This is an optimization exercise on Yosys and OpenROAD, whose aim is small area, a short achievable clock period and few clock cycles per item, not a production implementation. RTL that was checked went through simulation tests only; none was proved equivalent to the original. Power figures rest on the tool's default switching activity, not on a simulated workload.

## run A
==> flow/design.v <==
module facet_tile (
    input  wire        clk,
    input  wire        rst,
    input  wire        start,
    input  wire [1:0]  cls,           
    input  wire [31:0] crc_in,        
    output wire        idle,
    input  wire        in_valid,
    input  wire [7:0]  in_data,
    output wire        in_ready,
    output reg         out_valid,
    output reg  [63:0] out_data,
    input  wire        out_ready,
    output reg         done,
    output wire [3:0]  done_cause,    
    output wire [7:0]  done_offset,   
    output wire [31:0] done_arg,      
    output wire [31:0] done_crc       
);
    localparam [3:0] P_HDR   = 4'd0,
                     P_U1    = 4'd1,
                     P_C1    = 4'd2,
                     P_E     = 4'd3,
                     P_B1    = 4'd4,
                     P_B2    = 4'd5,
                     P_BMAP  = 4'd6,
                     P_NLEN  = 4'd7,
                     P_NCOD  = 4'd8,
                     P_TRAIL = 4'd9;    
    reg         busy;
    reg  [1:0]  cls_q;
    reg  [8:0]  idx;          
    reg  [3:0]  pst;          
    reg         fail;         
    reg  [3:0]  cause;
    reg  [7:0]  offset;
    reg  [31:0] arg;
    reg  [31:0] crc;
    reg  [10:0] rem;          
    reg         rdy;
    reg         v0, v1;
    reg  [7:0]  h0, h1;
    reg         pend, pk_fill;
    reg  [7:0]  len_st, code_st;
    reg         run_act, run_fill;
    reg  [7:0]  run_left;     
    reg  [7:0]  run_code;     
    reg  [2:0]  q;            
    reg  [6:0]  bcnt;         
    reg         ofin;         
    assign idle        = !busy;
    assign in_ready    = rdy;
    assign done_cause  = cause;
    assign done_offset = offset;
    assign done_arg    = arg;
    assign done_crc    = crc;
    function [31:0] crc64;
        input [31:0] c;
        input [63:0] d;
        begin
            crc64[0] = ^(c & 32'h386F2C25) ^ ^(d & 64'h1F91CAF6386F2C25);
            crc64[1] = ^(c & 32'h70DE584B) ^ ^(d & 64'h3F2395EC70DE584B);
            crc64[2] = ^(c & 32'hE1BCB097) ^ ^(d & 64'h7E472BD8E1BCB097);
            crc64[3] = ^(c & 32'hC379612E) ^ ^(d & 64'hFC8E57B1C379612E);
            crc64[4] = ^(c & 32'hBE9DEE78) ^ ^(d & 64'hE68D6595BE9DEE78);
            crc64[5] = ^(c & 32'h4554F0D5) ^ ^(d & 64'hD28B01DD4554F0D5);
            crc64[6] = ^(c & 32'hB2C6CD8E) ^ ^(d & 64'hBA87C94CB2C6CD8E);
            crc64[7] = ^(c & 32'h5DE2B738) ^ ^(d & 64'h6A9E586F5DE2B738);
            crc64[8] = ^(c & 32'hBBC56E71) ^ ^(d & 64'hD53CB0DEBBC56E71);
            crc64[9] = ^(c & 32'h4FE5F0C6) ^ ^(d & 64'hB5E8AB4B4FE5F0C6);
            crc64[10] = ^(c & 32'hA7A4CDA9) ^ ^(d & 64'h74409C60A7A4CDA9);
            crc64[11] = ^(c & 32'h4F499B53) ^ ^(d & 64'hE88138C14F499B53);
            crc64[12] = ^(c & 32'hA6FC1A83) ^ ^(d & 64'hCE93BB74A6FC1A83);
            crc64[13] = ^(c & 32'h75971923) ^ ^(d & 64'h82B6BC1F75971923);
            crc64[14] = ^(c & 32'hD3411E63) ^ ^(d & 64'h1AFCB2C8D3411E63);
            crc64[15] = ^(c & 32'hA6823CC6) ^ ^(d & 64'h35F96591A6823CC6);
            crc64[16] = ^(c & 32'h4D04798C) ^ ^(d & 64'h6BF2CB234D04798C);
            crc64[17] = ^(c & 32'h9A08F318) ^ ^(d & 64'hD7E596469A08F318);
            crc64[18] = ^(c & 32'h0C7ECA15) ^ ^(d & 64'hB05AE67B0C7ECA15);
            crc64[19] = ^(c & 32'h2092B80F) ^ ^(d & 64'h7F2406002092B80F);
            crc64[20] = ^(c & 32'h4125701F) ^ ^(d & 64'hFE480C004125701F);
            crc64[21] = ^(c & 32'hBA25CC1B) ^ ^(d & 64'hE301D2F6BA25CC1B);
            crc64[22] = ^(c & 32'h4C24B412) ^ ^(d & 64'hD9926F1B4C24B412);
            crc64[23] = ^(c & 32'hA0264400) ^ ^(d & 64'hACB514C0A0264400);
            crc64[24] = ^(c & 32'h7823A425) ^ ^(d & 64'h46FBE3777823A425);
            crc64[25] = ^(c & 32'hF047484A) ^ ^(d & 64'h8DF7C6EEF047484A);
            crc64[26] = ^(c & 32'hD8E1BCB0) ^ ^(d & 64'h047E472BD8E1BCB0);
            crc64[27] = ^(c & 32'hB1C37961) ^ ^(d & 64'h08FC8E57B1C37961);
            crc64[28] = ^(c & 32'h6386F2C2) ^ ^(d & 64'h11F91CAF6386F2C2);
            crc64[29] = ^(c & 32'hC70DE584) ^ ^(d & 64'h23F2395EC70DE584);
            crc64[30] = ^(c & 32'h8E1BCB09) ^ ^(d & 64'h47E472BD8E1BCB09);
            crc64[31] = ^(c & 32'h1C379612) ^ ^(d & 64'h8FC8E57B1C379612);
        end
    endfunction
    wire [7:0] b = h0;
    wire [8:0] slen_m1 = (9'd256 >> cls_q) - 9'd1;
    wire wr_ok = !out_valid || out_ready;
    wire xfer  = out_valid && out_ready;
    wire       rn_can  = busy && !ofin && (run_act || pend);
    wire       rn_go   = rn_can && wr_ok;
    wire       f_fill  = run_act ? run_fill : pk_fill;
    wire [7:0] f_lm1   = run_act ? run_left : len_st;
    wire [3:0] space   = 4'd8 - {1'b0, q};
    wire       f_short = !f_fill && ({1'b0, f_lm1} < {5'd0, space});   
    wire [8:0] f_endl  = {6'd0, q} + {1'b0, f_lm1};                     
    wire       f_beat  = !f_short || (f_endl[3:0] == 4'd7);            
    wire       pend_use = rn_go && !run_act;
    wire ip_plain = busy && v0 && (pst != P_NLEN) && (pst != P_BMAP);
    wire nlen_go  = busy && v0 && (pst == P_NLEN) && (!pend || (!run_act && rn_can && wr_ok));
    wire bm_go    = busy && v0 && (pst == P_BMAP) && wr_ok;
    wire ip_acc   = ip_plain || nlen_go || bm_go;
    wire last_byte = (idx == slen_m1 + 9'd1) || (ip_acc && idx == slen_m1);
    wire og_fin    = ofin && wr_ok;
    wire push = in_valid && rdy;
    integer j;
    always @(posedge clk) begin
        if (ip_acc) begin
            h0 <= v1 ? h1 : in_data;
            v0 <= v1 || push;
            h1 <= in_data;
            v1 <= v1 && push;
            rdy <= 1'b1;
        end else begin
            if (!v0) h0 <= in_data;
            else if (!v1) h1 <= in_data;
            v0 <= v0 || push;
            v1 <= v1 || (v0 && push);
            rdy <= !(v1 || (v0 && push));
        end
        begin
            done <= 1'b0;
            if (xfer) begin
                out_valid <= 1'b0;
                crc <= crc64(crc, out_data);
            end
            if (rn_go) begin
                for (j = 0; j < 8; j = j + 1)
                    if (j >= q && (f_fill || j <= f_endl))
                        out_data[8*j +: 8] <= run_act ? run_code : code_st;
                if (f_beat) begin
                    out_valid <= 1'b1;
                    bcnt <= bcnt + 7'd1;
                    if (bcnt == 7'd127) ofin <= 1'b1;
                end
                q <= f_short ? f_endl[2:0] + 3'd1 : 3'd0;
                if (pend_use) begin
                    pend     <= 1'b0;
                    run_code <= code_st;
                    run_fill <= pk_fill;
                end
                if (f_fill)
                    run_act <= !(f_beat && bcnt == 7'd127);
                else
                    run_act <= !f_short;
                run_left <= f_lm1 - space[3:0];
            end
            if (bm_go) begin
                for (j = 0; j < 8; j = j + 1)
                    out_data[8*j +: 8] <= b[j] ? code_st : run_code;
                out_valid <= 1'b1;
                bcnt <= bcnt + 7'd1;
                if (bcnt == 7'd127) ofin <= 1'b1;
            end
            if (ip_acc)
                idx <= idx + 9'd1;
            if (bm_go && idx == 9'd130)
                pst <= P_TRAIL;
            if (nlen_go) begin
                if (idx == slen_m1) begin
                    fail <= 1'b1; cause <= 4'd6; offset <= idx[7:0];
                    pend <= 1'b1; pk_fill <= 1'b1; code_st <= 8'd0;
                    pst <= P_TRAIL;
                end else begin
                    len_st <= b;
                    pst <= P_NCOD;
                end
            end
            if (ip_plain) begin
                case (pst)
                    P_HDR: begin
                        if (b[4:0] != 5'd0) begin
                            fail <= 1'b1; cause <= 4'd4;
                            pend <= 1'b1; pk_fill <= 1'b1; code_st <= 8'd0;
                            pst <= P_TRAIL;
                        end else case (b[7:5])
                            3'd0: pst <= P_U1;
                            3'd1: begin cause <= 4'd14; pst <= P_C1; end
                            3'd7: begin cause <= 4'd15; pst <= P_E;
                                        pend <= 1'b1; pk_fill <= 1'b1; code_st <= 8'd0; end
                            3'd2: if (cls_q != 2'd0) begin
                                      fail <= 1'b1; cause <= 4'd7;
                                      pend <= 1'b1; pk_fill <= 1'b1; code_st <= 8'd0;
                                      pst <= P_TRAIL;
                                  end else
                                      pst <= P_B1;
                            3'd3: pst <= P_NLEN;
                            default: begin
                                fail <= 1'b1; cause <= 4'd3;
                                pend <= 1'b1; pk_fill <= 1'b1; code_st <= 8'd0;
                                pst <= P_TRAIL;
                            end
                        endcase
                    end
                    P_U1: begin
                        pend <= 1'b1; pk_fill <= 1'b1; code_st <= b;
                        pst <= P_TRAIL;
                    end
                    P_C1: begin
                        arg[7:0] <= b;
                        pend <= 1'b1; pk_fill <= 1'b1; code_st <= 8'd0;
                        pst <= P_TRAIL;
                    end
                    P_E: begin
                        case (idx[2:0])
                            3'd1:    arg[7:0]   <= b;
                            3'd2:    arg[15:8]  <= b;
                            3'd3:    arg[23:16] <= b;
                            default: arg[31:24] <= b;
                        endcase
                        if (idx[2:0] == 3'd4) pst <= P_TRAIL;
                    end
                    P_B1: begin run_code <= b; pst <= P_B2; end
                    P_B2: begin code_st  <= b; pst <= P_BMAP; end
                    P_NCOD: begin
                        if (rem[10:8] == 3'd0 && len_st >= rem[7:0]) begin
                            fail <= 1'b1; cause <= 4'd6; offset <= idx[7:0] - 8'd1;
                            pend <= 1'b1; pk_fill <= 1'b1; code_st <= 8'd0;
                            pst <= P_TRAIL;
                        end else begin
                            pend <= 1'b1; pk_fill <= 1'b0; code_st <= b;
                            rem <= rem - {3'd0, len_st} - 11'd1;
                            pst <= (rem == {3'd0, len_st} + 11'd1) ? P_TRAIL : P_NLEN;
                        end
                    end
                    default: if (!fail && b != 8'd0) begin    
                        fail <= 1'b1; cause <= 4'd4; offset <= idx[7:0]; arg <= 32'd0;
                    end
                endcase
            end
            if (busy && last_byte && og_fin) begin
                done <= 1'b1;
                busy <= 1'b0;
            end
            if (!busy) begin
                busy     <= start;
                cls_q    <= cls;
                crc      <= crc_in;
                idx      <= 9'd0;
                pst      <= P_HDR;
                fail     <= 1'b0;
                cause    <= 4'd0;
                offset   <= 8'd0;
                arg      <= 32'd0;
                rem      <= 11'd1024;
                pend     <= 1'b0;
                run_act  <= 1'b0;
                q        <= 3'd0;
                bcnt     <= 7'd0;
                ofin     <= 1'b0;
            end
        end
        if (rst) begin
            busy      <= 1'b0;
            out_valid <= 1'b0;
            done      <= 1'b0;
            v0        <= 1'b0;
            v1        <= 1'b0;
            rdy       <= 1'b1;
        end
    end
endmodule
Settings: LEC_CHECK=0, CAP_MARGIN=20, CORE_MARGIN=2, CORE_UTILIZATION=40, PLACE_DENSITY=0.6, SLEW_MARGIN=20; clock period 10.0 ns.
run.sh (not shown) runs the stock make flow with config.mk's settings and CLKGATE_MAP_FILE= SYNTH_SCRIPT=/design/flow/synth_recipe.tcl, a recipe that flattens the netlist after the stock synthesis.
diff inputs: run A => run E
--- a/flow/design.v
+++ b/flow/design.v
@@ -102,16 +102,22 @@
     wire [7:0] f_lm1   = run_act ? run_left : len_st;
     wire [3:0] space   = 4'd8 - {1'b0, q};
     wire       f_short = !f_fill && ({1'b0, f_lm1} < {5'd0, space});   
     wire [8:0] f_endl  = {6'd0, q} + {1'b0, f_lm1};                     
     wire       f_beat  = !f_short || (f_endl[3:0] == 4'd7);            
     wire       pend_use = rn_go && !run_act;
-    wire ip_plain = busy && v0 && (pst != P_NLEN) && (pst != P_BMAP);
-    wire nlen_go  = busy && v0 && (pst == P_NLEN) && (!pend || (!run_act && rn_can && wr_ok));
-    wire bm_go    = busy && v0 && (pst == P_BMAP) && wr_ok;
-    wire ip_acc   = ip_plain || nlen_go || bm_go;
+    reg ip_can;
+    always @(*) begin
+        case (pst)
+            P_NLEN:  ip_can = !pend || (!run_act && rn_can && wr_ok);
+            P_BMAP:  ip_can = wr_ok;
+            default: ip_can = 1'b1;
+        endcase
+    end
+    wire ip_acc = busy && v0 && ip_can;
+    wire bm_go  = ip_acc && (pst == P_BMAP);
     wire last_byte = (idx == slen_m1 + 9'd1) || (ip_acc && idx == slen_m1);
     wire og_fin    = ofin && wr_ok;
     wire push = in_valid && rdy;
     integer j;
     always @(posedge clk) begin
         if (ip_acc) begin
@@ -158,27 +164,14 @@
                 for (j = 0; j < 8; j = j + 1)
                     out_data[8*j +: 8] <= b[j] ? code_st : run_code;
                 out_valid <= 1'b1;
                 bcnt <= bcnt + 7'd1;
                 if (bcnt == 7'd127) ofin <= 1'b1;
             end
-            if (ip_acc)
+            if (ip_acc) begin
                 idx <= idx + 9'd1;
-            if (bm_go && idx == 9'd130)
-                pst <= P_TRAIL;
-            if (nlen_go) begin
-                if (idx == slen_m1) begin
-                    fail <= 1'b1; cause <= 4'd6; offset <= idx[7:0];
-                    pend <= 1'b1; pk_fill <= 1'b1; code_st <= 8'd0;
-                    pst <= P_TRAIL;
-                end else begin
-                    len_st <= b;
-                    pst <= P_NCOD;
-                end
-            end
-            if (ip_plain) begin
                 case (pst)
                     P_HDR: begin
                         if (b[4:0] != 5'd0) begin
                             fail <= 1'b1; cause <= 4'd4;
                             pend <= 1'b1; pk_fill <= 1'b1; code_st <= 8'd0;
                             pst <= P_TRAIL;
@@ -218,12 +211,23 @@
                             default: arg[31:24] <= b;
                         endcase
                         if (idx[2:0] == 3'd4) pst <= P_TRAIL;
                     end
                     P_B1: begin run_code <= b; pst <= P_B2; end
                     P_B2: begin code_st  <= b; pst <= P_BMAP; end
+                    P_BMAP: if (idx == 9'd130) pst <= P_TRAIL;
+                    P_NLEN: begin
+                        if (idx == slen_m1) begin
+                            fail <= 1'b1; cause <= 4'd6; offset <= idx[7:0];
+                            pend <= 1'b1; pk_fill <= 1'b1; code_st <= 8'd0;
+                            pst <= P_TRAIL;
+                        end else begin
+                            len_st <= b;
+                            pst <= P_NCOD;
+                        end
+                    end
                     P_NCOD: begin
                         if (rem[10:8] == 3'd0 && len_st >= rem[7:0]) begin
                             fail <= 1'b1; cause <= 4'd6; offset <= idx[7:0] - 8'd1;
                             pend <= 1'b1; pk_fill <= 1'b1; code_st <= 8'd0;
                             pst <= P_TRAIL;
                         end else begin
Results
Both conditions hold for run E: the flow ran to the end and the final layout passed the timing, design-rule and antenna checks.
Looking at worst reg2reg path depth, run E sits 1 above run A.
Compared to run A, run E was floorplanned on a smaller die.
Run E gives less overall power consumption than run A did.
In the tables for run E and run A, total instance count after detailed placement reads lower with run E.
[compare] base=run A new=run E: timing-limited maximum frequency picked up an extra about 0.5%; layout buffering overhead excluding clock cells picked up an extra 0.81 points.
Run E vs run A, worst path buffer plus inverter count went up by 1.
For run E, the worst setup path endpoint was arg[29]$_SDFFE_PN0P_, unlike run A, where it was out_data[21]$_DFFE_PP_.
Taking run A as the reference point, the power dissipated in the clock network of run E falls by about 7%.
Diff run A -> run E: combinational power went down, CTS H-tree depth did not really move, detailed-route wire length per cell went down, transition time at the pin with the least slew margin went down.
Testbench counts of run E, summed over its fixed seeds: cycles 528,443, tiles 1,920.
No functional check of the RTL was part of run A.

==> afterwards: timing with drivers on the ports <==
The results above use ideal ports. As a check the final layouts listed here were re-extracted and re-timed, cells and wires unchanged.
Step 1 sets driving cells, clkbuf_16 on the clock port and buf_2 on the other inputs (assumed; they add their load-dependent delay and slew).
Step 2 adds t to the input delays and takes it off the output delays; t is the mean of the earliest and latest rising clock arrival at the registers after step 1. Input paths then give back, and output paths get back, about the clock's delay inside the block.
Three values: ideal, step 1, step 2; two values: the first two.
run	t, ns	slack for setup (ns)	worst hold slack (ns)	slew at the worst register clock pin (ns)
run A	0.649	5.502 / 5.502 / 5.104	0.466 / 0.466 / 0.466	0.06 / 0.06
run E	0.626	5.525 / 5.555 / 4.929	0.476 / 0.476 / 0.476	0.07 / 0.07
After both steps every run listed still meets setup and hold. For run E, which loses most, drivers alone change the setup slack by +0.030 ns; drivers and shift together by -0.596 ns.
